This is an optimization exercise on Yosys and OpenROAD, whose aim is small area, a short achievable clock period and few clock cycles, not a production implementation. Only simulation tests tie the RTL to the original design; equivalence was not proved. Power figures rest on the tool's default switching activity, not on a simulated workload.

==> flow/config.mk <==
export PLATFORM = sky130hd
export DESIGN_NAME = ce_alu
export DESIGN_NICKNAME = ce_alu
export VERILOG_FILES = /design/flow/design.v
export SDC_FILE = /design/flow/constraint.sdc
export NUM_CORES = 4
export LEC_CHECK = 0
export CAP_MARGIN = 20
export CORE_MARGIN = 2
export CORE_UTILIZATION = 35
export SLEW_MARGIN = 20
==> flow/constraint.sdc <==
create_clock -name core_clock -period 10.0 [get_ports {clk}]
set_input_delay 2.0000 -clock core_clock [delete_from_list [all_inputs] [get_ports {clk}]]
set_output_delay 2.0000 -clock core_clock [all_outputs]
set_load 0.01 [all_outputs]
==> flow/design.v <==
module ce_alu (
    input  wire        clk,
    input  wire        rst,         
    input  wire        in_valid,
    output wire        in_ready,
    input  wire [7:0]  op,
    input  wire [1:0]  sz,          
    input  wire [31:0] a,           
    input  wire [31:0] b,           
    input  wire [31:0] c,           
    input  wire [4:0]  flags_in,    
    output reg         out_valid,
    output reg  [31:0] result,
    output reg  [4:0]  flags_out,
    output reg         wr_d,
    output reg  [1:0]  exc          
);
    localparam FC = 0, FV = 1, FZ = 2, FN = 3, FT = 4;
    localparam ST_NORM = 4'd0, ST_MUL = 4'd1, ST_MULC = 4'd2, ST_DIVA = 4'd3,
               ST_DIVB = 4'd4, ST_DIV = 4'd5, ST_DIVF = 4'd6, ST_CRC = 4'd7,
               ST_FFS  = 4'd8;
    function automatic multi_op(input [7:0] o, input [1:0] s);
        multi_op = (s != 2'd3) &&
                   (((o[7:4] == 4'h1) && (o[3:0] >= 4'h4) && (o[3:0] <= 4'hA)) ||
                    (o == 8'h35) ||
                    (((o == 8'h37) || (o == 8'h38)) && (s != 2'd0)));
    endfunction
    reg        rdy;
    reg        v1;
    reg [3:0]  st;
    reg [4:0]  cnt;
    reg        neg_q_r, neg_r_r, mcorr_r, ym1;
    reg [7:0]  op1;
    reg [1:0]  sz1;
    reg [31:0] a1, b1, c1;
    reg [4:0]  f1;
    assign in_ready = rdy;
    wire [31:0] mask_in = (sz == 2'd0) ? 32'h0000_00FF :
                          (sz == 2'd1) ? 32'h0000_FFFF : 32'hFFFF_FFFF;
    wire        crc_in  = (op == 8'h37) || (op == 8'h38);
    wire s8  = (sz1 == 2'd0);
    wire s16 = (sz1 == 2'd1);
    wire [31:0] mask = s8 ? 32'h0000_00FF : s16 ? 32'h0000_FFFF : 32'hFFFF_FFFF;
    wire [4:0]  modmask = s8 ? 5'd7 : s16 ? 5'd15 : 5'd31;
    function automatic msb_at(input [31:0] x, input [1:0] s);
        msb_at = (s == 2'd0) ? x[7] : (s == 2'd1) ? x[15] : x[31];
    endfunction
    wire        a_neg = msb_at(a1, sz1);
    wire        b_neg = msb_at(b1, sz1);
    wire op_add  = (op1 == 8'h10) || (op1 == 8'h11);
    wire op_sub  = (op1 == 8'h12) || (op1 == 8'h13) || (op1 == 8'h1B) || (op1 == 8'h1C);
    wire op_mul  = (op1 == 8'h14) || (op1 == 8'h15) || (op1 == 8'h16);
    wire op_div  = (op1 >= 8'h17) && (op1 <= 8'h1A);
    wire op_log  = (op1 >= 8'h20) && (op1 <= 8'h25);
    wire op_sh   = (op1 >= 8'h26) && (op1 <= 8'h2A);
    wire op_bit  = (op1 >= 8'h30) && (op1 <= 8'h33);
    wire op_ffs  = (op1 == 8'h35);
    wire op_bsw  = (op1 == 8'h36);
    wire op_crc  = (op1 == 8'h37) || (op1 == 8'h38);
    wire legal   = (sz1 != 2'd3) &&
                   (op_add || op_sub || op_mul || op_div || op_log || op_sh ||
                    op_bit || op_ffs || op_bsw || op_crc);
    wire norm    = (st == ST_NORM);
    wire div_s   = (op1 == 8'h18) || (op1 == 8'h1A);
    wire d_quot  = (op1 == 8'h17) || (op1 == 8'h18);
    wire nq_c    = div_s && (a_neg ^ b_neg);
    wire nr_c    = div_s && a_neg;
    wire neg_q   = norm ? nq_c : neg_q_r;
    wire neg_r   = norm ? nr_c : neg_r_r;
    wire d_negout = d_quot ? neg_q : neg_r;     
    wire abs_a   = div_s && a_neg;
    wire abs_b   = div_s && b_neg;
    wire bzero   = (b1 == 32'd0);
    wire        is_neg  = (op1 == 8'h1B);
    reg         ad_zx, ad_inv;
    reg  [1:0]  ad_ysel;                  
    always @* begin
        ad_zx   = 1'b0;
        ad_inv  = 1'b0;
        ad_ysel = 2'd0;
        case (st)
            ST_NORM: begin
                if (is_neg || op_ffs || op_div) begin
                    ad_zx  = 1'b1;
                    ad_inv = 1'b1;
                    ad_ysel = (op_div && !abs_a) ? 2'd0 : 2'd1;
                end else
                    ad_inv = op_sub;
            end
            ST_DIVA: begin ad_zx = 1'b1; ad_inv = 1'b1; end
            ST_DIV:  ad_inv = 1'b1;
            ST_MULC: ad_ysel = 2'd2;
            ST_DIVF: begin
                ad_zx   = 1'b1;
                ad_inv  = 1'b1;
                ad_ysel = d_quot ? 2'd2 : 2'd1;
            end
            default: ;
        endcase
    end
    wire [31:0] ad_x    = ad_zx ? 32'd0 : a1;
    wire [31:0] ad_ys   = (ad_ysel == 2'd1) ? a1 : (ad_ysel == 2'd2) ? c1 : b1;
    wire [31:0] ad_y    = ad_ys ^ (ad_inv ? mask : 32'd0);
    wire        ad_ci   = (norm && (op1 == 8'h11)) ? f1[FC] :
                          (norm && (op1 == 8'h13)) ? ~f1[FC] : ad_inv;
    wire [32:0] ad_s    = {1'b0, ad_x} + {1'b0, ad_y} + {32'd0, ad_ci};
    wire [31:0] ad_r    = ad_s[31:0] & mask;
    wire        ad_co   = s8 ? ad_s[8] : s16 ? ad_s[16] : ad_s[32];
    wire        ad_c    = ad_co ^ op_sub;                
    wire        ad_v    = msb_at((ad_x ^ ad_r) & (ad_y ^ ad_r), sz1);
    reg [31:0] lg_r;
    always @* begin
        case (op1[2:0])
            3'd0:    lg_r = a1 & b1;
            3'd1:    lg_r = a1 | b1;
            3'd2:    lg_r = a1 ^ b1;
            3'd3:    lg_r = a1 & ~b1;
            3'd4:    lg_r = ~a1 & mask;
            default: lg_r = a1;
        endcase
    end
    wire        dnorm_act = (st == ST_DIVB) || (norm && op_div);
    wire [4:0]  k       = b1[4:0];
    wire [4:0]  kr      = b1[4:0] & modmask;
    wire [31:0] rep     = s8 ? {4{a1[7:0]}} : s16 ? {2{a1[15:0]}} : a1;
    wire        is_shl  = (op1 == 8'h26);
    wire        is_shr  = (op1 == 8'h27);
    wire        is_sar  = (op1 == 8'h28);
    wire        is_rol  = (op1 == 8'h29);
    wire        sh_rot  = (op1 == 8'h29) || (op1 == 8'h2A);
    wire [4:0]  dnorm, dnorm_l;
    wire [31:0] rt_x    = dnorm_act ? b1 : rep;
    wire [4:0]  rt_amt  = sh_rot ? kr : k;
    wire        rt_left = is_shl || is_rol;
    wire [4:0]  rt_s    = dnorm_act ? dnorm_l : rt_left ? (5'd0 - rt_amt) : rt_amt;
    wire [31:0] rt1 = rt_s[0] ? {rt_x[0],    rt_x[31:1]}  : rt_x;
    wire [31:0] rt2 = rt_s[1] ? {rt1[1:0],   rt1[31:2]}   : rt1;
    wire [31:0] rt3 = rt_s[2] ? {rt2[3:0],   rt2[31:4]}   : rt2;
    wire [31:0] rt4 = rt_s[3] ? {rt3[7:0],   rt3[31:8]}   : rt3;
    wire [31:0] rot = rt_s[4] ? {rt4[15:0],  rt4[31:16]}  : rt4;
    wire [31:0] thr     = 32'hFFFF_FFFF >> k;           
    wire [31:0] thl;                                    
    genvar gi;
    generate for (gi = 0; gi < 32; gi = gi + 1) begin : g_thl
        assign thl[gi] = thr[31 - gi];
    end endgenerate
    wire [31:0] lowm    = s8 ? {24'd0, thr[31:24]} : s16 ? {16'd0, thr[31:16]} : thr;
    wire        k_gt_n  = s8 ? (k > 5'd8) : s16 ? (k > 5'd16) : 1'b0;
    wire        k_zero  = (k == 5'd0);
    wire        sar_neg = is_sar && a_neg;
    reg [31:0]  sh_r;
    reg         sh_c;
    always @* begin
        if (is_shl) begin
            sh_r = rot & thl & mask;
            sh_c = (k_zero || k_gt_n) ? 1'b0 :
                   s8 ? rot[8] : s16 ? rot[16] : rot[0];
        end else if (sh_rot) begin
            sh_r = rot & mask;
            sh_c = (kr == 5'd0) ? 1'b0 : is_rol ? rot[0] : msb_at(rot, sz1);
        end else begin
            sh_r = (rot & lowm) | (~lowm & mask & {32{sar_neg}});
            sh_c = k_zero ? 1'b0 : k_gt_n ? sar_neg : rot[31];
        end
    end
    wire        is_btst = (op1 == 8'h30);
    wire [4:0]  bitn    = (is_btst ? b1[4:0] : a1[4:0]) & modmask;
    wire [31:0] bsrc    = is_btst ? a1 : c1;
    wire        bit_t   = bsrc[bitn];
    wire [31:0] onehot  = 32'd1 << bitn;
    reg  [31:0] bt_r;
    always @* begin
        case (op1[1:0])
            2'd1:    bt_r = c1 | onehot;
            2'd2:    bt_r = c1 & ~onehot;
            default: bt_r = c1 ^ onehot;
        endcase
    end
    wire [31:0] bsw_r = s8  ? {24'd0, a1[7:0]} :
                        s16 ? {16'd0, a1[7:0], a1[15:8]} :
                              {a1[7:0], a1[15:8], a1[23:16], a1[31:24]};
    function automatic [31:0] crc_byte(input [31:0] crc_in, input [7:0] d,
                                       input [31:0] poly);
        integer j;
        reg [31:0] cr;
        begin
            cr = crc_in ^ {24'd0, d};
            for (j = 0; j < 8; j = j + 1)
                cr = cr[0] ? ((cr >> 1) ^ poly) : (cr >> 1);
            crc_byte = cr;
        end
    endfunction
    wire [31:0] crc_c = crc_byte(a1, b1[7:0], 32'h82F6_3B78);
    wire [31:0] crc_e = crc_byte(a1, b1[7:0], 32'hEDB8_8320);
    wire [31:0] crc_r = op1[0] ? crc_c : crc_e;
    wire        mul_hs   = (op1 == 8'h16);
    wire [32:0] mx       = {mul_hs & a_neg, mul_hs ? (s8 ? {{24{a1[7]}}, a1[7:0]} :
                                                      s16 ? {{16{a1[15]}}, a1[15:0]} : a1)
                                                   : a1};
    wire [31:0] macc     = norm ? 32'd0 : c1;
    wire        y_m1     = norm ? 1'b0 : ym1;
    wire [2:0]  bg0  = {b1[1], b1[0], y_m1};
    wire [2:0]  bg1  = {b1[3], b1[2], b1[1]};
    wire        bn0  = bg0[2] & ~(bg0[1] & bg0[0]);
    wire        bn1  = bg1[2] & ~(bg1[1] & bg1[0]);
    wire        bo0  = bg0[1] ^ bg0[0];
    wire        bt0  = (bg0 == 3'b011) || (bg0 == 3'b100);
    wire        bo1  = bg1[1] ^ bg1[0];
    wire        bt1  = (bg1 == 3'b011) || (bg1 == 3'b100);
    wire [37:0] mxe  = {{5{mx[32]}}, mx};
    wire [37:0] mxe2 = {mxe[36:0], 1'b0};
    wire [37:0] mp0  = ((mxe & {38{bo0}}) | (mxe2 & {38{bt0}})) ^ {38{bn0}};
    wire [37:0] mp1x = ((mxe & {38{bo1}}) | (mxe2 & {38{bt1}})) ^ {38{bn1}};
    wire [37:0] mp1  = {mp1x[35:0], 2'b00};
    wire [37:0] mpa  = {{6{macc[31]}}, macc};
    wire [37:0] mcs  = mpa ^ mp0 ^ mp1;
    wire [37:0] mcc  = {(mpa[36:0] & mp0[36:0]) | (mpa[36:0] & mp1[36:0]) |
                        (mp0[36:0] & mp1[36:0]), bn0};
    wire [37:0] mt   = mcs + mcc + {35'd0, bn1, 2'b00};
    wire [31:0] m_lo = {mt[3:0], b1[31:4]};
    wire [31:0] m_hi = mt[35:4];
    wire [31:0] m_res = (op1 == 8'h14) ? (s8 ? {24'd0, m_lo[31:24]} :
                                          s16 ? {16'd0, m_lo[31:16]} : m_lo)
                                       : (m_hi & mask);
    wire        mcorr_c = (op1 == 8'h15) && b_neg;    
    wire        mcorr   = norm ? mcorr_c : mcorr_r;
    function automatic [5:0] lead(input [31:0] x);
        reg [15:0] v1; reg [15:0] i1;
        reg [7:0]  v2; reg [15:0] i2;
        reg [3:0]  v3; reg [11:0] i3;
        reg [1:0]  v4; reg [7:0]  i4;
        integer j;
        begin
            for (j = 0; j < 16; j = j + 1) begin
                v1[j] = x[2*j+1] | x[2*j];
                i1[j] = x[2*j+1];
            end
            for (j = 0; j < 8; j = j + 1) begin
                v2[j] = v1[2*j+1] | v1[2*j];
                i2[2*j +: 2] = v1[2*j+1] ? {1'b1, i1[2*j+1]} : {1'b0, i1[2*j]};
            end
            for (j = 0; j < 4; j = j + 1) begin
                v3[j] = v2[2*j+1] | v2[2*j];
                i3[3*j +: 3] = v2[2*j+1] ? {1'b1, i2[2*(2*j+1) +: 2]} : {1'b0, i2[2*(2*j) +: 2]};
            end
            for (j = 0; j < 2; j = j + 1) begin
                v4[j] = v3[2*j+1] | v3[2*j];
                i4[4*j +: 4] = v3[2*j+1] ? {1'b1, i3[3*(2*j+1) +: 3]} : {1'b0, i3[3*(2*j) +: 3]};
            end
            lead = (v4[1] | v4[0]) ? {1'b0, v4[1] ? {1'b1, i4[7:4]} : {1'b0, i4[3:0]}} : 6'd32;
        end
    endfunction
    wire [5:0]  la      = lead(a1);
    wire [5:0]  lb      = lead(b1);
    wire [5:0]  ldiff   = la - lb;
    wire        qzero   = la[5] || ldiff[5];
    assign      dnorm   = ldiff[4:0];
    assign      dnorm_l = lb[4:0] - la[4:0];           
    wire        dv_ge   = ad_co;                      
    wire [31:0] dv_q    = {c1[30:0], dv_ge};
    wire [31:0] dv_rm   = dv_ge ? ad_r : a1;
    wire [5:0]  ffs_r   = la[5] ? (s8 ? 6'd8 : s16 ? 6'd16 : 6'd32) : la;
    reg [31:0] o_res;
    reg [4:0]  o_fl;      
    reg [4:0]  o_fm;      
    reg        o_wr;
    reg [1:0]  o_exc;
    reg        o_v;
    reg        o_ffs;
    reg [3:0]  st_n;
    reg [4:0]  cnt_n;
    always @* begin
        o_res = 32'd0;
        o_fl  = 5'd0;
        o_fm  = 5'b01111;
        o_wr  = 1'b1;
        o_exc = 2'd0;
        o_v   = 1'b0;
        o_ffs = 1'b0;
        st_n  = st;
        cnt_n = cnt;
        case (st)
            ST_NORM: if (v1) begin
                if (!legal) begin
                    o_v   = 1'b1;
                    o_fm  = 5'd0;
                    o_wr  = 1'b0;
                    o_exc = 2'd2;
                end else if (op_add || op_sub) begin
                    o_v   = 1'b1;
                    o_res = ad_r;
                    o_fl[FC] = ad_c;
                    o_fl[FV] = ad_v;
                    o_wr  = (op1 != 8'h1C);
                end else if (op_log) begin
                    o_v   = 1'b1;
                    o_res = lg_r;
                    o_wr  = (op1 != 8'h25);
                end else if (op_sh) begin
                    o_v   = 1'b1;
                    o_res = sh_r;
                    o_fl[FC] = sh_c;
                end else if (op_bit) begin
                    o_v   = 1'b1;
                    o_res = bt_r;
                    o_fl[FT] = bit_t;
                    o_fm  = 5'b10000;
                    o_wr  = !is_btst;
                end else if (op_ffs) begin
                    st_n  = ST_FFS;
                end else if (op_bsw) begin
                    o_v   = 1'b1;
                    o_res = bsw_r;
                    o_fm  = 5'b01100;
                end else if (op_crc) begin
                    o_res = crc_r;
                    o_fm  = 5'b00000;
                    if (s8) o_v = 1'b1;
                    else begin
                        st_n  = ST_CRC;
                        cnt_n = s16 ? 5'd1 : 5'd3;
                    end
                end else if (op_mul) begin
                    st_n  = ST_MUL;
                    cnt_n = s8 ? 5'd1 : s16 ? 5'd3 : 5'd7;
                end else begin                          
                    if (bzero) begin
                        o_v   = 1'b1;
                        o_fm  = 5'd0;
                        o_wr  = 1'b0;
                        o_exc = 2'd1;
                    end else if (abs_a) begin
                        st_n  = abs_b ? ST_DIVA : ST_DIVB;
                    end else if (abs_b) begin
                        st_n  = ST_DIVB;
                    end else if (qzero) begin           
                        o_v   = 1'b1;
                        o_res = d_quot ? 32'd0 : a1;
                    end else begin
                        st_n  = ST_DIV;
                        cnt_n = dnorm;
                    end
                end
            end
            ST_FFS: begin
                o_v   = 1'b1;
                o_res = {26'd0, ffs_r};
                o_ffs = 1'b1;
                o_fm  = 5'b00100;
                st_n  = ST_NORM;
            end
            ST_MUL: begin
                o_res = m_res;
                cnt_n = cnt - 5'd1;
                if (cnt == 5'd1) begin
                    if (mcorr) st_n = ST_MULC;
                    else begin
                        o_v  = 1'b1;
                        st_n = ST_NORM;
                    end
                end
            end
            ST_MULC: begin
                o_v   = 1'b1;
                o_res = ad_r;
                st_n  = ST_NORM;
            end
            ST_DIVA: st_n = ST_DIVB;
            ST_DIVB: begin
                if (qzero) begin
                    if (d_quot || !neg_r) begin
                        o_v   = 1'b1;
                        o_res = d_quot ? 32'd0 : a1;
                        st_n  = ST_NORM;
                    end else
                        st_n  = ST_DIVF;
                end else begin
                    st_n  = ST_DIV;
                    cnt_n = dnorm;
                end
            end
            ST_DIV: begin
                o_res = d_quot ? dv_q : dv_rm;
                o_fl[FV] = (op1 == 8'h18) && msb_at(dv_q, sz1);
                cnt_n = cnt - 5'd1;
                if (cnt == 5'd0) begin
                    if (d_negout) st_n = ST_DIVF;
                    else begin
                        o_v  = 1'b1;
                        st_n = ST_NORM;
                    end
                end
            end
            ST_DIVF: begin
                o_v   = 1'b1;
                o_res = ad_r;
                st_n  = ST_NORM;
            end
            ST_CRC: begin
                o_res = crc_r;
                o_fm  = 5'b00000;
                cnt_n = cnt - 5'd1;
                if (cnt == 5'd1) begin
                    o_v  = 1'b1;
                    st_n = ST_NORM;
                end
            end
            default: st_n = ST_NORM;
        endcase
        o_fl[FZ] = o_ffs ? la[5] : (o_res == 32'd0);
        o_fl[FN] = msb_at(o_res, sz1);
    end
    reg fin_n;
    always @* begin
        case (st_n)
            ST_NORM: fin_n = 1'b1;
            ST_FFS:  fin_n = 1'b1;
            ST_MUL:  fin_n = (cnt_n == 5'd1) && !mcorr;
            ST_MULC: fin_n = 1'b1;
            ST_DIV:  fin_n = (cnt_n == 5'd0) && !d_negout;
            ST_DIVF: fin_n = 1'b1;
            ST_CRC:  fin_n = (cnt_n == 5'd1);
            default: fin_n = 1'b0;
        endcase
    end
    always @(posedge clk) begin
        if (rst) begin
            st        <= ST_NORM;
            rdy       <= 1'b1;
            v1        <= 1'b0;
            out_valid <= 1'b0;
        end else begin
            st        <= st_n;
            cnt       <= cnt_n;
            rdy       <= rdy ? !(in_valid && multi_op(op, sz)) : fin_n;
            v1        <= rdy && in_valid;
            out_valid <= o_v;
        end
    end
    always @(posedge clk) begin
        result    <= o_res;
        flags_out <= (f1 & ~o_fm) | (o_fl & o_fm);
        wr_d      <= o_wr;
        exc       <= o_exc;
        if (norm) begin
            neg_q_r <= nq_c;
            neg_r_r <= nr_c;
            mcorr_r <= mcorr_c;
        end
        ym1 <= b1[3];
    end
    always @(posedge clk) begin
        if (rdy) begin
            op1 <= op;
            sz1 <= sz;
            a1  <= crc_in ? a : (a & mask_in);
            b1  <= b & mask_in;
            c1  <= c & mask_in;
            f1  <= flags_in;
        end else begin
            case (st)
                ST_NORM: begin
                    if (op_mul) begin
                        c1 <= m_hi;
                        b1 <= m_lo;
                    end else if (op_ffs) begin
                        a1 <= a1 & ad_r;
                    end else if (op_div) begin
                        if (abs_a)
                            a1 <= ad_r;
                        else if (abs_b)
                            b1 <= ad_r;
                        else begin
                            b1 <= rot;
                            c1 <= 32'd0;
                        end
                    end else begin                   
                        a1 <= crc_r;
                        b1 <= {8'd0, b1[31:8]};
                    end
                end
                ST_MUL: begin
                    c1 <= m_hi;
                    b1 <= m_lo;
                end
                ST_DIVA: b1 <= ad_r;
                ST_DIVB: begin
                    b1 <= rot;
                    c1 <= 32'd0;
                end
                ST_DIV: begin
                    a1 <= dv_rm;
                    c1 <= dv_q;
                    b1 <= {1'b0, b1[31:1]};
                end
                ST_CRC: begin
                    a1 <= crc_r;
                    b1 <= {8'd0, b1[31:8]};
                end
                default: ;
            endcase
        end
    end
endmodule
==> flow/run.sh <==
#!/bin/bash
# synth_recipe.tcl (not shown) runs the flow's synth.tcl, then flattens the netlist and writes it again
# the make line also repeats each setting of config.mk as NAME=value (left out here)
make -C /OpenROAD-flow-scripts/flow DESIGN_CONFIG=/design/flow/config.mk WORK_HOME=/design/flow/orfs CLKGATE_MAP_FILE= SYNTH_SCRIPT=/design/flow/synth_recipe.tcl finish
==> summary.md, run 1 <==
| Metric | Value |
|---|---|
| WS Path Type | register to register |
| Hold slack | about 0.51 ns |
| Leakage power | about 15 nW |
| EDFF count, synth | 116 |
| Slowest CP cell | a21oi_1 |
| Area contributors post-synth | edfxtp_1, ha_1, nand2_1 |
| Worst min path class | register to register |
| DP Wirelength | 224800 um |
| Vias in the first global route | 43466 |
| Area growth from synthesis to layout | 13.87% |
| Max VDD drop | 0.2434 mV |
| CTS Buffer Depth | 2 |
| H-tree lvl count | 4 |
| F_max | roughly 110 MHz |
| Clk slew on worst S/H paths | 0.09 ns |
| Site row count | between 100 and 150 |
| Slew of the pin with the lowest slew margin | ~1.4 ns |
| Async SR Flop Fraction | 0% |
| # setup viols final | 0 |
| Initial antenna violation count | 56 |
| CTS resizes | 0 |
| Relative slew margins | about 7.6% |
| DR WL/cell | 48.07 um |
| Reg-to-reg setup timing slack | 0.74 ns |
| Synth top area share | between 10 and 15% |
| Ratio of cells with drive above 1 in the final layout | 10.67% |
| PwrDens | 165.4 nW/um^2 |
| Max Slew Vio Count | 0 |
| Largest net degree at the start of global routing | 65 |
| Sequential element share of the synthesized area | 12.96% |
| Core box area | 98420 um^2 |
| Total congestion overflow | 0 |
| WL met3 | ~46000 um |
| TritonCTS clock tree | built |
| IO Pins | 156 |
| Status | complete, no violations |
| Starting DRT DRC Count | ~9600 |
| Synthesis-stage register bit count | ~170 |
| Post-CTS Setup Inserts | 0 |
| Die area | 101800 um^2 |
| DR top layer | met5 |
| Worst setup path end | flags_out[2] |
| Hold buffers post-CTS | 0 |
| Num CTS Buffers | 17 |
| YS warnings | 1 |
| Root Buffer | clkbuf_16 |
| Cell Area, Synth | between 30000 and 40000 um^2 |
| Period utilization | 92.59% |
| Hold Vio Cnt, Final | 0 |
| RSZ-0062 raised after global routing | false |
| R2R depth | 28 |
| Period minus WS final | 9.259 ns |
| Clock Skew | about 0.023 ns |
| Critical R2R Launch | op1[0] |
| Worst-path maximum fanout | 17 |
| Worst-Skew Late Latency | 0.56 ns |
| Vias | 48225 |
| Crit. End Element | register |
| Initial cell density of the core | roughly a third |
| Worst R2R End | flags_out[2] |
| IO Port Bufs | 155 |
| Post-synthesis cell type count | 103 |
| Syn avg cell area | 7.100 um^2 |
| First-pass GRT wire length | just under 400000 um |
| Req. time, crit path | 10.50 ns |
| Total GRT Usage | roughly 57% |
| Top FF cell, synth | edfxtp_1 |
| Routability cong. | 1.157 |
| Total negative slack | 0 ns |
| Area leader, netlist | edfxtp_1 |
| M1 WL | ~100000 um |
| Vias/cell | 7.679 |
| Net Count, Synth | 5270 |
| Critical Path Start | op1[0] |
| Cells after Synth | 4895 |
| Max-cap violations | 0 |
| Startpoint Class | register |
| Critical Path Max Stage Delay | 0.67 ns |
| CP arrival | 9.76 ns |
| Die W | 319.1 um |
| First drt pass iteration count | 14 |
| WL met2 | 114700 um |
| Clock Sinks | 167 |
| Overall Power | 0.006544 W |
| # DRC | 0 |
| Antenna viol nets, final | 0 |
| Drt total wl | 301900 um |
| Final Net Count | 5303 |
| Die height | 319.1 um |
sequential cells by signal (all words and copies together), names as in the netlist, 4 cells and up:
| register | count |
|---|---|
| a1 | 32 |
| f1 | 5 |
| cnt | 5 |
| result | 32 |
| b1 | 32 |
| flags_out | 5 |
| st | 4 |
| op1 | 8 |
| c1 | 32 |
critical path: cells and delay by family, from the launching register on:
kind            cells  cell delay, ns
compound gates     11            3.56
xor+xnor            1            0.26
fa+ha+maj           4            1.36
buf+inv             3            0.52
flops               1            0.39
simple gates        9            3.08
cells in the final DEF (no fill, tap or decap), drive strengths merged, types with 91 or more instances in the layout:
master and instances:
mux2i 156, buf 329, xnor2 181, inv 172, edfxtp 116, o211ai 111, nor2 389, nor3 103
a221oi 91, nand2 566, clkdlybuf4s50 155, a211oi 106, a21oi 376, a22oi 130, o21ai 415, nand3 119
ha 222
layout make-up:
type,count,area (um^2)
Tap cell,1287,1610
Clock buffer,17,425.4
Fill cell,10567,58850
Inverter,169,634.4
Timing Repair Buffer,484,4046
Antenna cell,52,130.1
Clock inverter,15,178.9
Multi-Input combinational cell,4089,28040
Sequential cell,167,4509
metrics by stage:
| step | util [%] | setup slack (ns) | area (um^2) | std cells |
|---|---|---|---|---|
| final | 40.21 | 0.7407 | 39570 | 6280 |
| after global routing | 40.09 | 0.6636 | 39460 | 6234 |
| after CTS | 40.05 | 1.318 | 39420 | 6228 |
| after detailed placement | 39.44 | 1.364 | 38810 | 6196 |
| after global placement | 39.38 | 1.051 | 38760 | 6196 |
| after floorplan | - | 2.406 | 34750 | 4895 |
cell families (layout without fill, tap and decap cells):
group	Yosys count	count (layout)	share of synthesized area, %
compound gates	1853	1853	36.38
xor+xnor	265	265	6.844
fa+ha+maj	263	263	10.30
buf+inv	639	685	7.179
flops	167	167	12.96
mux	205	205	6.383
other cells	0	52	0
simple gates	1503	1503	19.96
power breakdown:
group	switching, W	internal, W	total, W
registers	0.000102	0.000804	0.000906
logic	0.00342	0.00145	0.00487
clock network	0.000434	0.000338	0.000772
total	0.00395	0.00259	0.00654
how the worst min path moves through the flow:
stage               startpoint           end  slack, ns  depth (start not counted)
floorplan                f1[1]  flags_out[1]       0.43                          2
global placement       neg_r_r       neg_r_r       0.46                          2
detailed placement     neg_r_r       neg_r_r       0.47                          2
CTS                    neg_r_r       neg_r_r       0.49                          2
global route           neg_r_r       neg_r_r       0.53                          2
finish                 neg_r_r       neg_r_r       0.51                          2
metal layers:
metal / GRT usage, % / up-vias
met3: 31.23 / 1768
met1: 62.35 / 22984
li1: - / 18550
met5: 2.931 / -
met2: 76.87 / 4878
met4: 54.62 / 45
cell usage after synthesis (23+ instances only):
library cell  count
a32o_1           30
ha_1            222
o31ai_1          24
a21oi_1         373
dfxtp_1          51
o22ai_1          37
and3_1           32
clkbuf_1        374
xnor2_1         181
nor4_1           34
edfxtp_1        116
a22oi_1         129
a221o_1          31
and2_1           58
o21a_1           47
a211oi_1        100
buf_2            26
nand2b_1         50
nand2_1         566
o311ai_0         23
buf_1            60
o221ai_1         54
a21o_1           39
a31oi_1          68
o21ai_0         402
mux2i_1         156
a221oi_1         90
a211o_1          25
o211ai_1        111
o2111ai_1        44
xor2_1           80
nor2b_1          24
or3_1            25
mux2_2           39
inv_1           164
nand3_1         119
fa_1             39
nor3_1           99
nor2_1          388
Testbench counts, summed over its fixed seeds: cycles 5,894.
==> run 2: changes to the inputs <==
--- a/flow/design.v
+++ b/flow/design.v
@@ -12,5 +12,5 @@
     output reg         out_valid,
     output reg  [31:0] result,
-    output reg  [4:0]  flags_out,
+    output wire [4:0]  flags_out,
     output reg         wr_d,
     output reg  [1:0]  exc          
@@ -26,4 +26,11 @@
                     (((o == 8'h37) || (o == 8'h38)) && (s != 2'd0)));
     endfunction
+    reg [4:0]  fo_base;
+    reg        fo_zr, fo_nr;
+    reg [1:0]  fo_sz;
+    assign flags_out = {fo_base[FT],
+                        fo_nr ? msb_at(result, fo_sz) : fo_base[FN],
+                        fo_zr ? (result == 32'd0) : fo_base[FZ],
+                        fo_base[FV], fo_base[FC]};
     reg        rdy;
     reg        v1;
@@ -408,6 +415,5 @@
             default: st_n = ST_NORM;
         endcase
-        o_fl[FZ] = o_ffs ? la[5] : (o_res == 32'd0);
-        o_fl[FN] = msb_at(o_res, sz1);
+        o_fl[FZ] = la[5];                       
     end
     reg fin_n;
@@ -440,5 +446,8 @@
     always @(posedge clk) begin
         result    <= o_res;
-        flags_out <= (f1 & ~o_fm) | (o_fl & o_fm);
+        fo_base   <= (f1 & ~o_fm) | (o_fl & o_fm);
+        fo_zr     <= o_fm[FZ] && !o_ffs;
+        fo_nr     <= o_fm[FN];
+        fo_sz     <= sz1;
         wr_d      <= o_wr;
         exc       <= o_exc;
--- a/flow/config.mk
+++ b/flow/config.mk
@@ -8,4 +8,5 @@
 export CAP_MARGIN = 20
 export CORE_MARGIN = 2
-export CORE_UTILIZATION = 35
+export CORE_UTILIZATION = 50
+export SETUP_SLACK_MARGIN = 5
 export SLEW_MARGIN = 20
==> run 2 against run 1 <==
Compared with the run above: the flow now stops in global routing (5_1_grt); synthesized area down 1.1%; synthesized cell count down 1.3%.
==> summary.md, run 2 <==
| Metric | Value |
|---|---|
| First error | [ERROR GRT-0116] Global routing finished with congestion. Check the congestion regions in the DRC Viewer. |
| Synthesis-stage register bit count | 171 (+2.4%) |
| Area contributors post-synth | edfxtp_1, ha_1, o21ai_0 |
| EDFF count, synth | 116 (unchanged) |
| CTS Buffer Depth | 2 (unchanged) |
| H-tree lvl count | 4 (unchanged) |
| Total GRT Usage | 77.99% |
| Synth top area share | 10.13% (+0.11 points) |
| Area leader, netlist | edfxtp_1 |
| Cell Area, Synth | 34380 um^2 (-1.1%) |
| Async SR Flop Fraction | 0% (unchanged) |
| Routability cong. | 1.269 (+9.6%) |
| Initial cell density of the core | 50.30% (+15 points) |
| Clock Sinks | 171 (+2.4%) |
| Hold buffers post-CTS | 0 (unchanged) |
| IO Port Bufs | 155 (unchanged) |
| First-pass GRT wire length | slightly below 400000 um |
| Post-Place Cells | 5629 (-9.2%) |
| Root Buffer | clkbuf_16 |
| DP Wirelength | 180300 um (-20%) |
| Die W | 266.2 um (-17%) |
| Area post-placement | 37700 um^2 (-2.9%) |
| Die height | 266.2 um (-17%) |
| IO Pins | 156 (unchanged) |
| Sequential element share of the synthesized area | 13.33% (+0.37 points) |
| Syn avg cell area | 7.116 um^2 (+0.23%) |
| Status | aborted with a tool error |
| Top FF cell, synth | edfxtp_1 |
| Num CTS Buffers | 17 (unchanged) |
| Site row count | 96 (-17%) |
| Failed at | global routing (5_1_grt) |
| Largest net degree at the start of global routing | 79 |
| Cells after Synth | 4831 (-1.3%) |
| Vias in the first global route | 49872 |
| Post-synth top cells | nand2_1, o21ai_0, nor2_1 |
| YS warnings | 1 (unchanged) |
| Post-synthesis cell type count | 114 (+11%) |
| Total congestion overflow | 10 |
| Net Count, Synth | 5206 (-1.2%) |
==> run 2: cell types whose count changed after synthesis, moves of 27 or more <==
cell,delta
o2111ai_1,-33
o21ai_0,+57
nand2_1,-107
nand2b_1,-27
==> run 2: cell families after synthesis <==
kind of cell,Yosys count,share of synthesized area [%]
simple gates,1386,18.54
xor+xnor,272,7.013
buf+inv,639,7.428
mux,207,6.504
fa+ha+maj,262,10.38
compound gates,1894,36.81
flops,171,13.33
==> run 2: worst min path at each step <==
stage / cells after the start / end
after floorplan: 0 / fo_sz[0]
after detailed placement: 2 / neg_q_r
after CTS: 2 / neg_q_r
after global placement: 2 / neg_q_r
==> run 2: per-stage QoR <==
| stage | setup slack (ns) | utilization [%] | hold slack, ns | total power, W |
|---|---|---|---|---|
| 4_1_cts | 3.706 | 64.16 | 0.4776 | 0.005595 |
| 3_5_place_dp | 2.229 | 55.16 | 0.4569 | 0.004076 |
| 2_1_floorplan | 4.237 | - | 0.3462 | 0.002776 |
| 3_3_place_gp | 2.280 | 55.12 | 0.4458 | 0.004044 |
==> run 2: what timing repair did <==
action,4_1_cts
pin swaps,216
gates cloned,14
endpoints found under the setup margin,141
setup buffers,267
gates resized for setup,638
==> run 2: layer usage <==
layer / global-route usage, % / overflow
met1: 79.42 / 0
met2: 89.37 / 4
met3: 66.78 / 0
met4: 74.37 / 6
met5: 49.20 / 0
==> run 2: power groups by stage <==
stage               Sequential, W  Combinational, W  Clock (W)
global placement         0.000868           0.00318          0
floorplan                0.000831           0.00195          0
CTS                      0.000842           0.00399   0.000760
detailed placement       0.000868           0.00321          0
Testbench counts of run 2, summed over its fixed seeds: cycles 5,894.
==> run 3: changes to the inputs <==
--- a/flow/design.v
+++ b/flow/design.v
@@ -46,4 +46,5 @@
                           (sz == 2'd1) ? 32'h0000_FFFF : 32'hFFFF_FFFF;
     wire        crc_in  = (op == 8'h37) || (op == 8'h38);
+    wire        mul_in  = (op == 8'h14) || (op == 8'h15) || (op == 8'h16);
     wire s8  = (sz1 == 2'd0);
     wire s16 = (sz1 == 2'd1);
@@ -55,20 +56,35 @@
     wire        a_neg = msb_at(a1, sz1);
     wire        b_neg = msb_at(b1, sz1);
-    wire op_add  = (op1 == 8'h10) || (op1 == 8'h11);
-    wire op_sub  = (op1 == 8'h12) || (op1 == 8'h13) || (op1 == 8'h1B) || (op1 == 8'h1C);
-    wire op_mul  = (op1 == 8'h14) || (op1 == 8'h15) || (op1 == 8'h16);
-    wire op_div  = (op1 >= 8'h17) && (op1 <= 8'h1A);
-    wire op_log  = (op1 >= 8'h20) && (op1 <= 8'h25);
-    wire op_sh   = (op1 >= 8'h26) && (op1 <= 8'h2A);
-    wire op_bit  = (op1 >= 8'h30) && (op1 <= 8'h33);
-    wire op_ffs  = (op1 == 8'h35);
-    wire op_bsw  = (op1 == 8'h36);
-    wire op_crc  = (op1 == 8'h37) || (op1 == 8'h38);
-    wire legal   = (sz1 != 2'd3) &&
-                   (op_add || op_sub || op_mul || op_div || op_log || op_sh ||
-                    op_bit || op_ffs || op_bsw || op_crc);
+    function automatic [10:0] op_class(input [7:0] o, input [1:0] s);
+        reg [9:0] cl;
+        begin
+            cl[0] = (o == 8'h10) || (o == 8'h11);                            
+            cl[1] = (o == 8'h12) || (o == 8'h13) || (o == 8'h1B) || (o == 8'h1C);  
+            cl[2] = (o == 8'h14) || (o == 8'h15) || (o == 8'h16);            
+            cl[3] = (o >= 8'h17) && (o <= 8'h1A);                            
+            cl[4] = (o >= 8'h20) && (o <= 8'h25);                            
+            cl[5] = (o >= 8'h26) && (o <= 8'h2A);                            
+            cl[6] = (o >= 8'h30) && (o <= 8'h33);                            
+            cl[7] = (o == 8'h35);                                            
+            cl[8] = (o == 8'h36);                                            
+            cl[9] = (o == 8'h37) || (o == 8'h38);                            
+            op_class = {(s != 2'd3) && (cl != 10'd0), cl};
+        end
+    endfunction
+    reg  [10:0] cls1;
+    wire op_add  = cls1[0];
+    wire op_sub  = cls1[1];
+    wire op_mul  = cls1[2];
+    wire op_div  = cls1[3];
+    wire op_log  = cls1[4];
+    wire op_sh   = cls1[5];
+    wire op_bit  = cls1[6];
+    wire op_ffs  = cls1[7];
+    wire op_bsw  = cls1[8];
+    wire op_crc  = cls1[9];
+    wire legal   = cls1[10];
     wire norm    = (st == ST_NORM);
-    wire div_s   = (op1 == 8'h18) || (op1 == 8'h1A);
-    wire d_quot  = (op1 == 8'h17) || (op1 == 8'h18);
+    wire div_s   = op1[3] & ~op1[0];
+    wire d_quot  = ~(op1[3] & (op1[1] | op1[0]));
     wire nq_c    = div_s && (a_neg ^ b_neg);
     wire nr_c    = div_s && a_neg;
@@ -79,39 +95,19 @@
     wire abs_b   = div_s && b_neg;
     wire bzero   = (b1 == 32'd0);
-    wire        is_neg  = (op1 == 8'h1B);
-    reg         ad_zx, ad_inv;
-    reg  [1:0]  ad_ysel;                  
-    always @* begin
-        ad_zx   = 1'b0;
-        ad_inv  = 1'b0;
-        ad_ysel = 2'd0;
-        case (st)
-            ST_NORM: begin
-                if (is_neg || op_ffs || op_div) begin
-                    ad_zx  = 1'b1;
-                    ad_inv = 1'b1;
-                    ad_ysel = (op_div && !abs_a) ? 2'd0 : 2'd1;
-                end else
-                    ad_inv = op_sub;
-            end
-            ST_DIVA: begin ad_zx = 1'b1; ad_inv = 1'b1; end
-            ST_DIV:  ad_inv = 1'b1;
-            ST_MULC: ad_ysel = 2'd2;
-            ST_DIVF: begin
-                ad_zx   = 1'b1;
-                ad_inv  = 1'b1;
-                ad_ysel = d_quot ? 2'd2 : 2'd1;
-            end
-            default: ;
-        endcase
-    end
+    reg         ad_zx, ad_inv, ad_ci;
+    reg  [1:0]  ad_ysel;
+    wire [10:0] cls_in   = op_class(op, sz);
+    wire        a_neg_in = (sz == 2'd0) ? a[7] : (sz == 2'd1) ? a[15] : a[31];
+    wire        zx_in    = (cls_in[1] & op[3] & op[0]) | cls_in[7] | cls_in[3];
+    wire        inv_in   = cls_in[1] | cls_in[7] | cls_in[3];
+    wire        ya_in    = zx_in & ~(cls_in[3] & ~(op[3] & ~op[0] & a_neg_in));
+    wire        ci_in    = (cls_in[0] & op[0]) ? flags_in[FC] :
+                           (cls_in[1] & op[0] & ~op[3]) ? ~flags_in[FC] : inv_in;
     wire [31:0] ad_x    = ad_zx ? 32'd0 : a1;
     wire [31:0] ad_ys   = (ad_ysel == 2'd1) ? a1 : (ad_ysel == 2'd2) ? c1 : b1;
-    wire [31:0] ad_y    = ad_ys ^ (ad_inv ? mask : 32'd0);
-    wire        ad_ci   = (norm && (op1 == 8'h11)) ? f1[FC] :
-                          (norm && (op1 == 8'h13)) ? ~f1[FC] : ad_inv;
+    wire [31:0] ad_y    = ad_inv ? ~ad_ys : (ad_ys | ~mask);
     wire [32:0] ad_s    = {1'b0, ad_x} + {1'b0, ad_y} + {32'd0, ad_ci};
     wire [31:0] ad_r    = ad_s[31:0] & mask;
-    wire        ad_co   = s8 ? ad_s[8] : s16 ? ad_s[16] : ad_s[32];
+    wire        ad_co   = ad_s[32];
     wire        ad_c    = ad_co ^ op_sub;                
     wire        ad_v    = msb_at((ad_x ^ ad_r) & (ad_y ^ ad_r), sz1);
@@ -131,9 +127,9 @@
     wire [4:0]  kr      = b1[4:0] & modmask;
     wire [31:0] rep     = s8 ? {4{a1[7:0]}} : s16 ? {2{a1[15:0]}} : a1;
-    wire        is_shl  = (op1 == 8'h26);
-    wire        is_shr  = (op1 == 8'h27);
-    wire        is_sar  = (op1 == 8'h28);
-    wire        is_rol  = (op1 == 8'h29);
-    wire        sh_rot  = (op1 == 8'h29) || (op1 == 8'h2A);
+    wire        is_shl  = op_sh & ~op1[3] & ~op1[0];
+    wire        is_shr  = op_sh & ~op1[3] & op1[0];
+    wire        is_sar  = op_sh & op1[3] & ~op1[1] & ~op1[0];
+    wire        is_rol  = op_sh & op1[3] & op1[0];
+    wire        sh_rot  = op_sh & op1[3] & (op1[1] | op1[0]);
     wire [4:0]  dnorm, dnorm_l;
     wire [31:0] rt_x    = dnorm_act ? b1 : rep;
@@ -171,5 +167,5 @@
         end
     end
-    wire        is_btst = (op1 == 8'h30);
+    wire        is_btst = op_bit & (op1[1:0] == 2'd0);
     wire [4:0]  bitn    = (is_btst ? b1[4:0] : a1[4:0]) & modmask;
     wire [31:0] bsrc    = is_btst ? a1 : c1;
@@ -201,10 +197,10 @@
     wire [31:0] crc_e = crc_byte(a1, b1[7:0], 32'hEDB8_8320);
     wire [31:0] crc_r = op1[0] ? crc_c : crc_e;
-    wire        mul_hs   = (op1 == 8'h16);
+    wire        mul_hs   = op1[1];
     wire [32:0] mx       = {mul_hs & a_neg, mul_hs ? (s8 ? {{24{a1[7]}}, a1[7:0]} :
                                                       s16 ? {{16{a1[15]}}, a1[15:0]} : a1)
                                                    : a1};
-    wire [31:0] macc     = norm ? 32'd0 : c1;
-    wire        y_m1     = norm ? 1'b0 : ym1;
+    wire [31:0] macc     = c1;                   
+    wire        y_m1     = ym1;                  
     wire [2:0]  bg0  = {b1[1], b1[0], y_m1};
     wire [2:0]  bg1  = {b1[3], b1[2], b1[1]};
@@ -227,8 +223,8 @@
     wire [31:0] m_lo = {mt[3:0], b1[31:4]};
     wire [31:0] m_hi = mt[35:4];
-    wire [31:0] m_res = (op1 == 8'h14) ? (s8 ? {24'd0, m_lo[31:24]} :
+    wire [31:0] m_res = (op1[1:0] == 2'd0) ? (s8 ? {24'd0, m_lo[31:24]} :
                                           s16 ? {16'd0, m_lo[31:16]} : m_lo)
                                        : (m_hi & mask);
-    wire        mcorr_c = (op1 == 8'h15) && b_neg;    
+    wire        mcorr_c = (op1[1:0] == 2'd1) && b_neg;    
     wire        mcorr   = norm ? mcorr_c : mcorr_r;
     function automatic [5:0] lead(input [31:0] x);
@@ -299,9 +295,9 @@
                     o_fl[FC] = ad_c;
                     o_fl[FV] = ad_v;
-                    o_wr  = (op1 != 8'h1C);
+                    o_wr  = !op1[2];
                 end else if (op_log) begin
                     o_v   = 1'b1;
                     o_res = lg_r;
-                    o_wr  = (op1 != 8'h25);
+                    o_wr  = (op1[2:0] != 3'd5);
                 end else if (op_sh) begin
                     o_v   = 1'b1;
@@ -389,5 +385,5 @@
             ST_DIV: begin
                 o_res = d_quot ? dv_q : dv_rm;
-                o_fl[FV] = (op1 == 8'h18) && msb_at(dv_q, sz1);
+                o_fl[FV] = op1[3] && !op1[1] && !op1[0] && msb_at(dv_q, sz1);
                 cnt_n = cnt - 5'd1;
                 if (cnt == 5'd0) begin
@@ -445,4 +441,16 @@
     end
     always @(posedge clk) begin
+        if (rdy) begin
+            ad_zx   <= zx_in;
+            ad_inv  <= inv_in;
+            ad_ysel <= {1'b0, ya_in};
+            ad_ci   <= ci_in;
+        end else begin
+            ad_zx   <= (st_n == ST_DIVA) || (st_n == ST_DIVF);
+            ad_inv  <= (st_n == ST_DIVA) || (st_n == ST_DIV) || (st_n == ST_DIVF);
+            ad_ci   <= (st_n == ST_DIVA) || (st_n == ST_DIV) || (st_n == ST_DIVF);
+            ad_ysel <= (st_n == ST_MULC) ? 2'd2 :
+                       (st_n == ST_DIVF) ? (d_quot ? 2'd2 : 2'd1) : 2'd0;
+        end
         result    <= o_res;
         fo_base   <= (f1 & ~o_fm) | (o_fl & o_fm);
@@ -457,13 +465,14 @@
             mcorr_r <= mcorr_c;
         end
-        ym1 <= b1[3];
+        ym1 <= rdy ? 1'b0 : b1[3];
     end
     always @(posedge clk) begin
         if (rdy) begin
             op1 <= op;
+            cls1 <= op_class(op, sz);
             sz1 <= sz;
             a1  <= crc_in ? a : (a & mask_in);
             b1  <= b & mask_in;
-            c1  <= c & mask_in;
+            c1  <= mul_in ? 32'd0 : (c & mask_in);
             f1  <= flags_in;
         end else begin
--- a/flow/config.mk
+++ b/flow/config.mk
@@ -8,5 +8,6 @@
 export CAP_MARGIN = 20
 export CORE_MARGIN = 2
-export CORE_UTILIZATION = 50
+export CORE_UTILIZATION = 35
 export SETUP_SLACK_MARGIN = 5
 export SLEW_MARGIN = 20
+export TNS_END_PERCENT = 0
==> run 3 against run 2 <==
Compared with the run above: now clean on timing, DRC and antenna; synthesized cell count is 0.95% lower; synthesized area is 0.98% higher.
==> summary.md, run 3 <==
| Metric | Value |
|---|---|
| Status | complete, no violations |
| Mux cell area share after synthesis | 7.680% (+1.2 points) |
| Combinational family with the most area after synthesis | compound AO/OA/AOI/OAI gates |
| WL met2 | between 100000 and 150000 um |
| Cell area after layout | 41560 um^2 |
| Vias/cell | 7.515 |
| YS warnings | 1 (unchanged) |
| Period minus WS final | 5.991 ns |
| CTS Buffer Depth | 2 (unchanged) |
| TritonCTS clock tree | built |
| Area contributors post-synth | edfxtp_1, ha_1, a21oi_1 |
| Adder-cell share of the synthesized area | 10.25% (-0.13 points) |
| Worst min path class | register to register |
| Async SR Flop Fraction | 0% (unchanged) |
| Slowest CP cell | ha_1 |
| EDFF count, synth | 123 (+6.0%) |
| Post-Place Cells | 6041 (+7.3%) |
| Relative slew margins | between 10% and 20% |
| Slew of the pin with the lowest slew margin | 1.326 ns |
| Total GRT Usage | 55.50% |
| First drt pass iteration count | 14 |
| Most frequent cell after synthesis | nand2_1 |
| Max VDD drop | 0.2741 mV |
| DR WL/cell | 47.07 um |
| Largest net degree at the start of global routing | 65 |
| IO Port Bufs | 155 (unchanged) |
| Simple-gate share of the synthesized area | 18.32% (-0.22 points) |
| Commonest cells after routing, fill and taps aside | nand2_1, a21oi_1, nor2_1, o21ai_0, buf_4 |
| Drt total wl | 293000 um |
| Max-cap violations | 0 |
| Clock Skew | between 0.03 and 0.04 ns |
| Reg area | ~4900 um^2 |
| Area leader, netlist | edfxtp_1 |
| Syn avg cell area | 7.255 um^2 (+2.0%) |
| Worst-Skew Late Latency | just under 0.6 ns |
| Cell Area, Synth | 34720 um^2 (+0.98%) |
| Commonest non-fill, non-tap cell in the layout | nand2_1 |
| Die height | 318.9 um (+20%) |
| Die W | 318.9 um (+20%) |
| Synthesis-stage register bit count | 183 (+7.0%) |
| Leakage power | 15.76 nW |
| Clock Sinks | 183 (+7.0%) |
| Initial cell density of the core | 35.27% (-15 points) |
| Total negative slack | 0 ns |
| Routability cong. | 1.195 (-5.8%) |
| Period utilization | between 50% and 60% |
| Area growth from synthesis to layout | 19.72% |
| Overall Power | 0.007223 W |
| Max Slew Vio Count | 0 |
| Site row count | 115 (+20%) |
| DP Wirelength | 211800 um (+17%) |
| # DRC | 0 |
| RSZ-0062 raised after global routing | true |
| Worst-path maximum fanout | 25 |
| Ratio of cells with drive above 1 in the final layout | 15.91% |
| Vias | roughly 47000 |
| Area post-placement | 38250 um^2 (+1.5%) |
| M1 WL | 105300 um |
| Net Count, Synth | 5160 (-0.88%) |
| Synth Area in Compound Gates | 35.19% (-1.6 points) |
| Initial antenna violation count | 32 |
| DR top layer | met5 |
| Core box area | 98420 um^2 |
| Total congestion overflow | 0 |
| Xor/xnor share of the synthesized area | 7.017% (about the same) |
| Final Net Count | 5272 |
| Area of the multi-input gates | 28600 um^2 |
| Root Buffer | clkbuf_16 |
| WS Path Type | register to register |
| Synth top area share | 10.64% (+0.51 points) |
| Top FF cell, synth | edfxtp_1 |
| Crit-path cells | buf_4 -> clkinvlp_4 -> ha_1 -> xor2_1 -> xor2_1 -> mux2i_2 -> xnor2_1 -> a21oi_1 -> a211oi_1 -> a221oi_1 -> o21ai_0 -> a31oi_2 -> o221ai_1 |
| Post-synth top cells | nand2_1, a21oi_1, nor2_1 |
| WL met3 | 48070 um |
| Crit. End Element | register |
| Cells after Synth | 4785 (-0.95%) |
| Sequential element share of the synthesized area | 14.10% (+0.76 points) |
| H-tree lvl count | 4 (unchanged) |
| # setup viols final | 0 |
| Critical Path Max Stage Delay | roughly 0.83 ns |
| PwrDens | 173.8 nW/um^2 |
| Fin cells | 6224 |
| F_max | 166.9 MHz |
| Most used cell, CP | xor2_1 |
| First-pass GRT wire length | approximately 380000 um |
| IO Pins | 156 (unchanged) |
| CP arrival | 6.41 ns |
| Vias in the first global route | around 41000 |
| Fill cells | 10308 |
| Die area | about 100000 um^2 |
| Num CTS Buffers | 17 (unchanged) |
| Startpoint Class | register |
| Clk slew on worst S/H paths | 0.09 ns |
| Req. time, crit path | between 10 and 15 ns |
| Hold Vio Cnt, Final | 0 |
| Starting DRT DRC Count | 8235 |
| Antenna viol nets, final | 0 |
| Post-synthesis cell type count | 126 (+11%) |
| Hold buffers post-CTS | 0 (unchanged) |
run 3: cell types whose count changed after synthesis, moves of 22 or more:
cell       change
a21oi_1       +49
and2_1        -28
a2111oi_0     -22
o21a_1        -23
xor2_1        -24
nand2b_1      +29
o21ai_0       -62
o31ai_1       -28
mux2i_1       +32
clkbuf_1      -59
xnor2_1       +22
run 3: cells by family (layout without fill, tap and decap cells):
| group | Yosys count | in the layout |
|---|---|---|
| mux | 243 | 244 |
| buf+inv | 630 | 752 |
| other cells | 0 | 27 |
| xor+xnor | 271 | 271 |
| fa+ha+maj | 261 | 261 |
| flops | 183 | 183 |
| compound gates | 1815 | 1817 |
| simple gates | 1382 | 1382 |
run 3: per-stage QoR:
stage | utilization [%] | hold slack [ns] | worst slack [ns]
final | 42.23 | 0.4572 | 4.009
after global routing | 42.18 | 0.4980 | 4.195
after CTS | 41.62 | 0.4589 | 4.429
after detailed placement | 38.87 | 0.4398 | 2.481
after global placement | 38.84 | 0.4417 | 2.544
after floorplan | - | 0.4285 | 4.856
run 3: what timing repair did:
action,in CTS,in global routing
pin swaps,41,18
setup buffers,98,12
cloned,11,1
setup endpoints to repair,147,142
gates resized for setup,213,71
hold endpoints to repair,0,0
run 3: worst paths after layout:
check                            from          to  slack, ns  cells past startpoint
worst max-delay path            b1[4]  result[21]       4.01                     13
worst min-delay path            f1[3]  fo_base[3]       0.46                      1
worst max register to register  b1[4]  result[21]       4.01                     13
worst min register to register  f1[3]  fo_base[3]       0.46                      1
run 3: where the power goes:
group / internal [W] / total (W) / switching, W
Clock: 0.000390 / 0.000861 / 0.000471
Sequential: 0.000852 / 0.000918 / 0.0000658
Combinational: 0.00162 / 0.00545 / 0.00382
Total: 0.00287 / 0.00722 / 0.00436
run 3: critical path: cells and delay by family, from the launching register on:
family,cells,cell delay [ns]
XOR/XNOR,3,1.17
AO/OA/AOI/OAI,6,1.36
adder cells (fa/ha/maj),1,0.83
buffers and inverters,2,1.14
multiplexers,1,0.77
flip-flops,1,0.55
run 3: cell type report:
cell class / instances / area share [%]
diodes: 27 / 0.1626
inverters: 180 / 1.776
flip-flops and latches: 183 / 11.81
clock inverters: 15 / 0.5599
well taps: 1287 / 3.874
clock buffers: 17 / 1.023
multi-input cells: 3975 / 68.81
repair buffers: 540 / 11.98
run 3: layer usage:
layer | track usage [%] | vias to the layer above
li1 | - | 18174
met1 | 65.00 | 22551
met2 | 72.57 | 4607
met3 | 31.36 | 1425
met4 | 44.93 | 18
met5 | 1.513 | -
Testbench counts of run 3, summed over its fixed seeds: cycles 5,894.
==> run 4: changes to the inputs <==
--- a/flow/config.mk
+++ b/flow/config.mk
@@ -6,4 +6,5 @@
 export NUM_CORES = 4
 export LEC_CHECK = 0
+export ABC_AREA = 1
 export CAP_MARGIN = 20
 export CORE_MARGIN = 2
==> run 4 against run 3 <==
Compared with the run above: sequential power rose by 0.8%; sequential cell count did not move; first-iteration DRC count rose by 6.0%; hold slack got worse by 0.0097 ns; fmax rose by 12%; combinational power fell by 4.8%; critical path type unchanged; critical endpoint is now result[12]; highest routed layer unchanged.
==> summary.md, run 4 <==
| Metric | Value |
|---|---|
| RSZ-0062 raised after global routing | true |
| Period utilization | 53.27% (-6.6 points) |
| Clock Sinks | 183 (unchanged) |
| Commonest cells after routing, fill and taps aside | nand2_1, o21ai_0, a21oi_1, nor2_1, nand3_1 |
| Critical Path Max Stage Delay | 0.59 ns (-0.24 ns) |
| Initial antenna violation count | 37 (+16%) |
| Post-synth top cells | nand2_1, o21ai_0, a21oi_1 |
| Slowest CP cell | a221oi_2 |
| Num CTS Buffers | 17 (unchanged) |
| Drt total wl | 267600 um (-8.7%) |
| Core box area | 93610 um^2 (-4.9%) |
| Die height | 311.8 um (-2.3%) |
| Crit-path cells | buf_4 -> inv_1 -> buf_4 -> o22ai_1 -> a21oi_2 -> xor2_1 -> ha_1 -> inv_1 -> o21ai_1 -> a21oi_2 -> o21ai_2 -> inv_1 -> o21ai_0 -> nand2_1 -> nand2_1 -> inv_1 -> a221oi_2 -> nand4_1 |
| Crit. End Element | register |
| Starting DRT DRC Count | 8728 (+6.0%) |
| PwrDens | 172.7 nW/um^2 (-0.62%) |
| Cell Area, Synth | 33150 um^2 (-4.5%) |
| H-tree lvl count | 4 (unchanged) |
| DR WL/cell | 39.20 um (-17%) |
| Total congestion overflow | 0 (unchanged) |
| Root Buffer | clkbuf_16 |
| Internal Power | 0.002806 W (-2.1%) |
| EDFF count, synth | 123 (unchanged) |
| Cells after Synth | 5419 (+13%) |
| Total negative slack | 0 ns (unchanged) |
| Flop pwr share | 13.3% (+0.6 points) |
| Worst-path maximum fanout | 10 (-60%) |
| Antenna viol nets, final | 0 (unchanged) |
| Ratio of cells with drive above 1 in the final layout | 14.31% (-1.6 points) |
| Period minus WS final | 5.327 ns (-0.6637 ns) |
| CTS Buffer Depth | 2 (unchanged) |
| Sequential element share of the synthesized area | 14.76% (+0.67 points) |
| Syn avg cell area | 6.118 um^2 (-16%) |
| Die area | 97200 um^2 (-4.5%) |
| Worst-Skew Late Latency | 0.59 ns (about the same) |
| Clk slew on worst S/H paths | 0.11 ns (+0.02 ns) |
| Routability cong. | 1.175 (-1.6%) |
| Largest net degree at the start of global routing | 57 (-12%) |
| Switch share | 59.67% (-0.67 points) |
| IO Pins | 156 (unchanged) |
| Net Count, Synth | 5794 (+12%) |
| Max-cap violations | 0 (unchanged) |
| Startpoint Class | register |
| Max Slew Vio Count | 0 (unchanged) |
| Fill cells | 10335 (+0.26%) |
| Site row count | 112 (-2.6%) |
| Clock Skew | 0.02960 ns (-0.001449 ns) |
| Leakage power | 16.76 nW (+6.4%) |
| Relative slew margins | 13.63% (+3.0 points) |
| Post-synthesis cell type count | 74 (-41%) |
| M2 GR Usage | 69.38% (-3.2 points) |
| Vias in the first global route | 41231 (-0.62%) |
| First drt pass iteration count | 8 (-6) |
| CP arrival | 5.73 ns (-0.68 ns) |
| Sw power | 0.004152 W (-4.7%) |
| Most used routing layer | met2 |
| M3 GR Usage | 26.94% (-4.4 points) |
| Most used cell, CP | inv_1 |
| # DRC | 0 (unchanged) |
| Async SR Flop Fraction | 0% (unchanged) |
| Vias/cell | 6.913 (-8.0%) |
| # setup viols final | 0 (unchanged) |
| Vias | 47185 (+0.88%) |
| Clock share of power | 12.1% (+0.2 points) |
| Die W | 311.8 um (-2.3%) |
| Worst min path class | register to register |
| Max VDD drop | 0.1726 mV (-37%) |
| Synth top area share | 14.38% (+3.7 points) |
| Hold Vio Cnt, Final | 0 (unchanged) |
| TritonCTS clock tree | built |
| Gate power share | 74.6% (-0.8 points) |
| Commonest non-fill, non-tap cell in the layout | nand2_1 |
| WS Path Type | register to register |
| Req. time, crit path | 10.40 ns (-0.02 ns) |
| Met1 usage | 63.01% (-2.0 points) |
| DP Wirelength | 201700 um (-4.7%) |
| Initial cell density of the core | 35.41% (+0.14 points) |
| Top FF cell, synth | edfxtp_1 |
| Synthesis-stage register bit count | 183 (unchanged) |
| Post-Place Cells | 6638 (+9.9%) |
| First-pass GRT wire length | 353300 um (-7.9%) |
| Area growth from synthesis to layout | 21.52% |
| Most frequent cell after synthesis | nand2_1 |
| Status | complete, no violations |
| YS warnings | 1 (unchanged) |
| Total GRT Usage | 52.36% (-3.1 points) |
| Area contributors post-synth | nand2_1, edfxtp_1, ha_1 |
| IO Port Bufs | 155 (unchanged) |
| Fin cells | 6826 (+9.7%) |
| Slew of the pin with the lowest slew margin | 1.286 ns (-0.03956 ns) |
| F_max | 187.7 MHz (+12%) |
| Area leader, netlist | nand2_1 |
| Final Net Count | 5910 (+12%) |
## run 4: cell count changes in the layout (fill, tap and decap cells not counted), moves of 112 or more
cell	before	now
nand3_1	96	381
a22oi_1	114	2
mux2i_1	167	5
inv_1	159	356
nand2_1	475	1220
xnor2_1	185	45
## run 4: path summary, 6_finish.rpt
path / startpoint / to / slack, ns / cells past startpoint
setup / recovery: a1[3] / result[12] / 4.67 / 18
setup reg to reg: a1[3] / result[12] / 4.67 / 18
hold / removal: f1[0] / fo_base[0] / 0.45 / 2
hold reg to reg: f1[0] / fo_base[0] / 0.45 / 2
## run 4: metal layers
| metal | wire length [um] | vias to the layer above | part of all wire, % |
|---|---|---|---|
| met2 | 100100 | 4251 | 37 |
| met4 | 26560 | 24 | 9.9 |
| met1 | 97130 | 22449 | 36 |
| met3 | 43680 | 1244 | 16 |
| li1 | - | 19217 | - |
| met5 | 167 | - | 0.062 |
## run 4: logic make-up (layout without fill, tap and decap cells)
family                   count (synthesis)  after routing  synth area share, %
XOR/XNOR                               209            209                5.578
multiplexers                             6              6               0.1812
flip-flops                             183            183                14.76
buffers and inverters                  814            940                9.877
adder cells (fa/ha/maj)                261            261                10.73
AND/OR/NAND/NOR                       2310           2311                29.48
other                                    0             24                    0
AO/OA/AOI/OAI                         1636           1638                29.39
## run 4: what timing repair did
item / in CTS / in global routing
buffers inserted: 49 / 70
hold buffers: 0 / 0
pin swaps: 20 / 54
gates cloned: 7 / 6
endpoints found under the setup margin: 138 / 140
gates resized for setup: 281 / 264
## run 4: worst max-delay path: cells and delay by family, from the launching register on
family          cells  cell delay, ns
simple gates        3            0.75
compound gates      7            2.12
buf+inv             6            1.34
flops               1            0.37
xor+xnor            1            0.15
fa+ha+maj           1            0.40
## run 4: metrics by stage
stage	worst slack (ns)	power (W)	util, %	instance area, um^2	hold slack, ns
after global routing	4.750	0.007078	42.98	40230	0.4882
after global placement	2.763	0.005002	38.65	36180	0.4291
final	4.673	0.006958	43.04	40290	0.4475
after floorplan	4.920	0.003278	-	33160	0.4066
after detailed placement	2.859	0.004999	38.66	36190	0.4262
after CTS	4.825	0.006206	41.04	38410	0.4569
## run 4: area by class of cell
type / count / area (um^2) / area share [%]
antenna: 24 / 60.06 / 0.1491
clock buffer: 17 / 425.4 / 1.056
clock inverter: 15 / 217.7 / 0.5404
inverter: 445 / 1836 / 4.556
multi-input combinational: 4425 / 27060 / 67.16
sequential: 183 / 4900 / 12.16
tap: 1254 / 1569 / 3.895
timing repair buffer: 458 / 4189 / 10.40
timing repair inverter: 5 / 35.03 / 0.08696
## run 4: power groups by stage
stage	Clock [W]	Combinational [W]	Sequential, W
global placement	0	0.00405	0.000948
finish	0.000839	0.00519	0.000925
detailed placement	0	0.00405	0.000948
CTS	0.000841	0.00444	0.000926
floorplan	0	0.00238	0.000899
global route	0.000853	0.00530	0.000923

-- re-timing with driven ports --
In the flow no input, the clock included, has a driving cell. The finished layouts below were timed again as built, in two steps. Step 1 assumes that a clkbuf_16 drives the clock port and a buf_2 every other input. Step 2 moves the port delays by t, midway between the first and last clock arrival at a register: inputs arrive t later, outputs are due t later. That takes back most of the time a late clock gives input paths. Slacks: ideal ports / drivers / drivers and shift; pairs: ideal ports / drivers.
run	t, ns	setup WS [ns]	slew at the worst register clock pin (ns)	worst data-port slew with drivers (ns)
run 1	0.645	0.741 / 0.741 / 0.741	0.10 / 0.10	0.09
run 3	0.643	4.009 / 4.009 / 4.009	0.11 / 0.11	0.11
run 4	0.645	4.673 / 4.673 / 4.193	0.11 / 0.11	0.12
After both steps every run listed still meets setup and hold. The setup slack of run 4, which loses most, moves by 0.000 ns with the drivers and by -0.480 ns with both steps.
